From an optimization exercise on the open Yosys and OpenROAD flow, aimed at small area, a short achievable clock period and few clock cycles per item; shortcuts taken in it are not production practice. RTL that was checked went through simulation tests only; none was proved equivalent to the original.

==> module bunting_aes256, before the edit <==
module bunting_aes256 (
    input  wire         clk,
    input  wire         rst,         
    input  wire [255:0] key,         
    input  wire         in_valid,
    output wire         in_ready,
    input  wire [127:0] in_block,    
    output reg          out_valid,
    output wire [127:0] out_block    
);
    reg  [2:0]   p, ph;
    reg          win_q;              
    reg  [5:0]   sl_q;               
    reg          ksel;               
    reg  [5:0]   v;                  
    reg  [127:0] r0, r2, r3, r5;
    reg  [191:0] r1, r4;
    reg  [127:0] kx, ky;
    reg  [47:0]  kt1;
    reg  [31:0]  kt;
    assign in_ready  = win_q;
    assign out_block = r5 ^ kx;
    wire [191:0] t1, t2;
    wire [127:0] s1, m1, s2, m2;
    sub_top   u_t1 (.a(r0), .y(t1));
    sub_bot   u_b1 (.a(r1), .y(s1));
    mix_ark   u_m1 (.a(r2), .k(ky), .y(m1));
    sub_top   u_t2 (.a(r3), .y(t2));
    sub_bot   u_b2 (.a(r4), .y(s2));
    mix_ark   u_m2 (.a(r5), .k(kx), .y(m2));
    always @(posedge clk) begin
        r0 <= win_q ? (in_block ^ key[255:128]) : m2;
        r1 <= t1;
        r2 <= s1;
        r3 <= m1;
        r4 <= t2;
        r5 <= s2;
    end
    wire [31:0] ks_in = ksel ? kx[31:0] : ky[31:0];
    wire [47:0] ks1;
    wire [31:0] ks;
    generate
        genvar i;
        for (i = 0; i < 4; i = i + 1) begin : g_ksub
            sbox_top u_top (.a(ks_in[31 - 8*i -: 8]), .m(ks1[47 - 12*i -: 4]), .t(ks1[43 - 12*i -: 8]));
            sbox_bot u_bot (.m(kt1[47 - 12*i -: 4]), .t(kt1[43 - 12*i -: 8]), .y(ks[31 - 8*i -: 8]));
        end
    endgenerate
    wire [7:0]   rcon = 8'h01 << p;
    wire [31:0]  tx   = {kt[23:16] ^ rcon, kt[15:0], kt[31:24]};
    wire [127:0] bx   = (p == 3'd0) ? key[255:128] : kx;
    wire [31:0]  bx01 = bx[127:96] ^ bx[95:64];
    wire [31:0]  by01 = ky[127:96] ^ ky[95:64];
    wire [31:0]  x0   = bx[127:96] ^ tx;
    wire [31:0]  x1   = bx01 ^ tx;
    wire [31:0]  x2   = (bx01 ^ bx[63:32]) ^ tx;
    wire [31:0]  x3   = (bx01 ^ (bx[63:32] ^ bx[31:0])) ^ tx;
    wire [31:0]  y0   = ky[127:96] ^ kt;
    wire [31:0]  y1   = by01 ^ kt;
    wire [31:0]  y2   = (by01 ^ ky[63:32]) ^ kt;
    wire [31:0]  y3   = (by01 ^ (ky[63:32] ^ ky[31:0])) ^ kt;
    always @(posedge clk) begin
        kt1 <= ks1;
        kt  <= ks;
        if (ph == 3'd4)
            kx <= {x0, x1, x2, x3};
        if (ph == 3'd1)
            ky <= (p == 3'd0) ? key[127:0] : {y0, y1, y2, y3};
    end
    wire       wrap  = (ph == 3'd5);
    wire [2:0] p1    = wrap ? ((p == 3'd6) ? 3'd0 : p + 3'd1) : p;
    wire [2:0] ph1   = wrap ? 3'd0 : ph + 3'd1;
    wire       win1  = (p1 == 3'd6 && ph1 == 3'd5) || (p1 == 3'd0 && ph1 != 3'd5);
    wire [5:0] sl1   = (p1 == 3'd6) ? 6'b000001 : (6'b000010 << ph1);
    wire [5:0] v_oth = v & ~sl_q;
    wire       idle  = win_q && (v_oth == 6'd0) && !in_valid;
    always @(posedge clk) begin
        ksel <= idle ? 1'b0 : (ph1 == 3'd5);
        if (rst) begin
            p         <= 3'd6;
            ph        <= 3'd5;
            win_q     <= 1'b1;
            sl_q      <= 6'b000001;
            v         <= 6'd0;
            out_valid <= 1'b0;
        end else begin
            if (win_q) v <= v_oth | (in_valid ? sl_q : 6'd0);
            if (idle) begin
                p         <= 3'd6;
                ph        <= 3'd5;
                win_q     <= 1'b1;
                sl_q      <= 6'b000001;
                out_valid <= 1'b0;
            end else begin
                p         <= p1;
                ph        <= ph1;
                win_q     <= win1;
                sl_q      <= sl1;
                out_valid <= win1 && ((v & sl1) != 6'd0);
            end
        end
    end
endmodule
clock: 7.0 ns
lec_check: 0
cap_margin: 20
core_margin: 2
core_utilization: 40
setup_slack_margin: 4.0
slew_margin: 20
synth_hierarchical: 1
synth_minimum_keep_size: 0
run.sh (not shown) runs the stock make flow with config.mk's settings and CLKGATE_MAP_FILE= SYNTH_SCRIPT=/design/flow/synth_recipe.tcl, a recipe that flattens the netlist after the stock synthesis.
Change:
--- a/flow/design.v
+++ b/flow/design.v
@@ -335,9 +335,9 @@
     input  wire         in_valid,
     output wire         in_ready,
     input  wire [127:0] in_block,    
     output reg          out_valid,
-    output wire [127:0] out_block    
+    output reg  [127:0] out_block    
 );
     reg  [2:0]   p, ph;
     reg          win_q;              
     reg  [5:0]   sl_q;               
@@ -347,10 +347,10 @@
     reg  [191:0] r1, r4;
     reg  [127:0] kx, ky;
     reg  [47:0]  kt1;
     reg  [31:0]  kt;
+    reg          ov;                 
     assign in_ready  = win_q;
-    assign out_block = r5 ^ kx;
     wire [191:0] t1, t2;
     wire [127:0] s1, m1, s2, m2;
     sub_top   u_t1 (.a(r0), .y(t1));
     sub_bot   u_b1 (.a(r1), .y(s1));
@@ -364,8 +364,9 @@
         r2 <= s1;
         r3 <= m1;
         r4 <= t2;
         r5 <= s2;
+        out_block <= r5 ^ kx;
     end
     wire [31:0] ks_in = ksel ? kx[31:0] : ky[31:0];
     wire [47:0] ks1;
     wire [31:0] ks;
@@ -382,14 +383,14 @@
     wire [31:0]  bx01 = bx[127:96] ^ bx[95:64];
     wire [31:0]  by01 = ky[127:96] ^ ky[95:64];
     wire [31:0]  x0   = bx[127:96] ^ tx;
     wire [31:0]  x1   = bx01 ^ tx;
-    wire [31:0]  x2   = (bx01 ^ bx[63:32]) ^ tx;
-    wire [31:0]  x3   = (bx01 ^ (bx[63:32] ^ bx[31:0])) ^ tx;
+    wire [31:0]  x2   = bx[63:32] ^ x1;
+    wire [31:0]  x3   = bx[31:0] ^ x2;
     wire [31:0]  y0   = ky[127:96] ^ kt;
     wire [31:0]  y1   = by01 ^ kt;
-    wire [31:0]  y2   = (by01 ^ ky[63:32]) ^ kt;
-    wire [31:0]  y3   = (by01 ^ (ky[63:32] ^ ky[31:0])) ^ kt;
+    wire [31:0]  y2   = ky[63:32] ^ y1;
+    wire [31:0]  y3   = ky[31:0] ^ y2;
     always @(posedge clk) begin
         kt1 <= ks1;
         kt  <= ks;
         if (ph == 3'd4)
@@ -411,23 +412,25 @@
             ph        <= 3'd5;
             win_q     <= 1'b1;
             sl_q      <= 6'b000001;
             v         <= 6'd0;
+            ov        <= 1'b0;
             out_valid <= 1'b0;
         end else begin
+            out_valid <= ov;
             if (win_q) v <= v_oth | (in_valid ? sl_q : 6'd0);
             if (idle) begin
                 p         <= 3'd6;
                 ph        <= 3'd5;
                 win_q     <= 1'b1;
                 sl_q      <= 6'b000001;
-                out_valid <= 1'b0;
+                ov        <= 1'b0;
             end else begin
                 p         <= p1;
                 ph        <= ph1;
                 win_q     <= win1;
                 sl_q      <= sl1;
-                out_valid <= win1 && ((v & sl1) != 6'd0);
+                ov        <= win1 && ((v & sl1) != 6'd0);
             end
         end
     end
 endmodule
After rerunning: Worst setup slack improved by 0.22 ns; final area rises by 1.2%; global-route usage decreases by 2.4 points; critical path depth came out higher by 2; wire length went down by 5.2%; final cell count increases by about 0.32%.
Testbench counts after the change, summed over its fixed seeds: cycles 11,448, blocks 1,600.
The RTL of the first run of this note was laid out without a check of its function.

port drivers added, routing unchanged:
How much do the figures lean on ideal ports? The routed layouts below were timed once more, with nothing changed but the port constraints.
Step 1, drivers: a clkbuf_16 drives clk and a buf_2 each remaining input, both assumed.
Step 2 times the ports against the registers' clock, not the clock port: input delays grow and output delays shrink by t, the midpoint of the rising clock arrivals with the driver on.
Three values: ideal, step 1, step 2; two values: the first two.
run | shift t [ns] | setup slack, ns | hold WS [ns] | latest minus earliest clock arrival (ns)
the first run | 0.899 | 3.728 / 3.638 / 3.298 | 0.484 / 0.484 / 0.484 | 0.037 / 0.037
the second run | 0.919 | 3.952 / 3.952 / 3.279 | 0.477 / 0.477 / 0.477 | 0.063 / 0.062
After both steps every run listed still meets setup and hold. The setup slack of the second run, which loses most, moves by 0.000 ns with the drivers and by -0.673 ns with both steps.
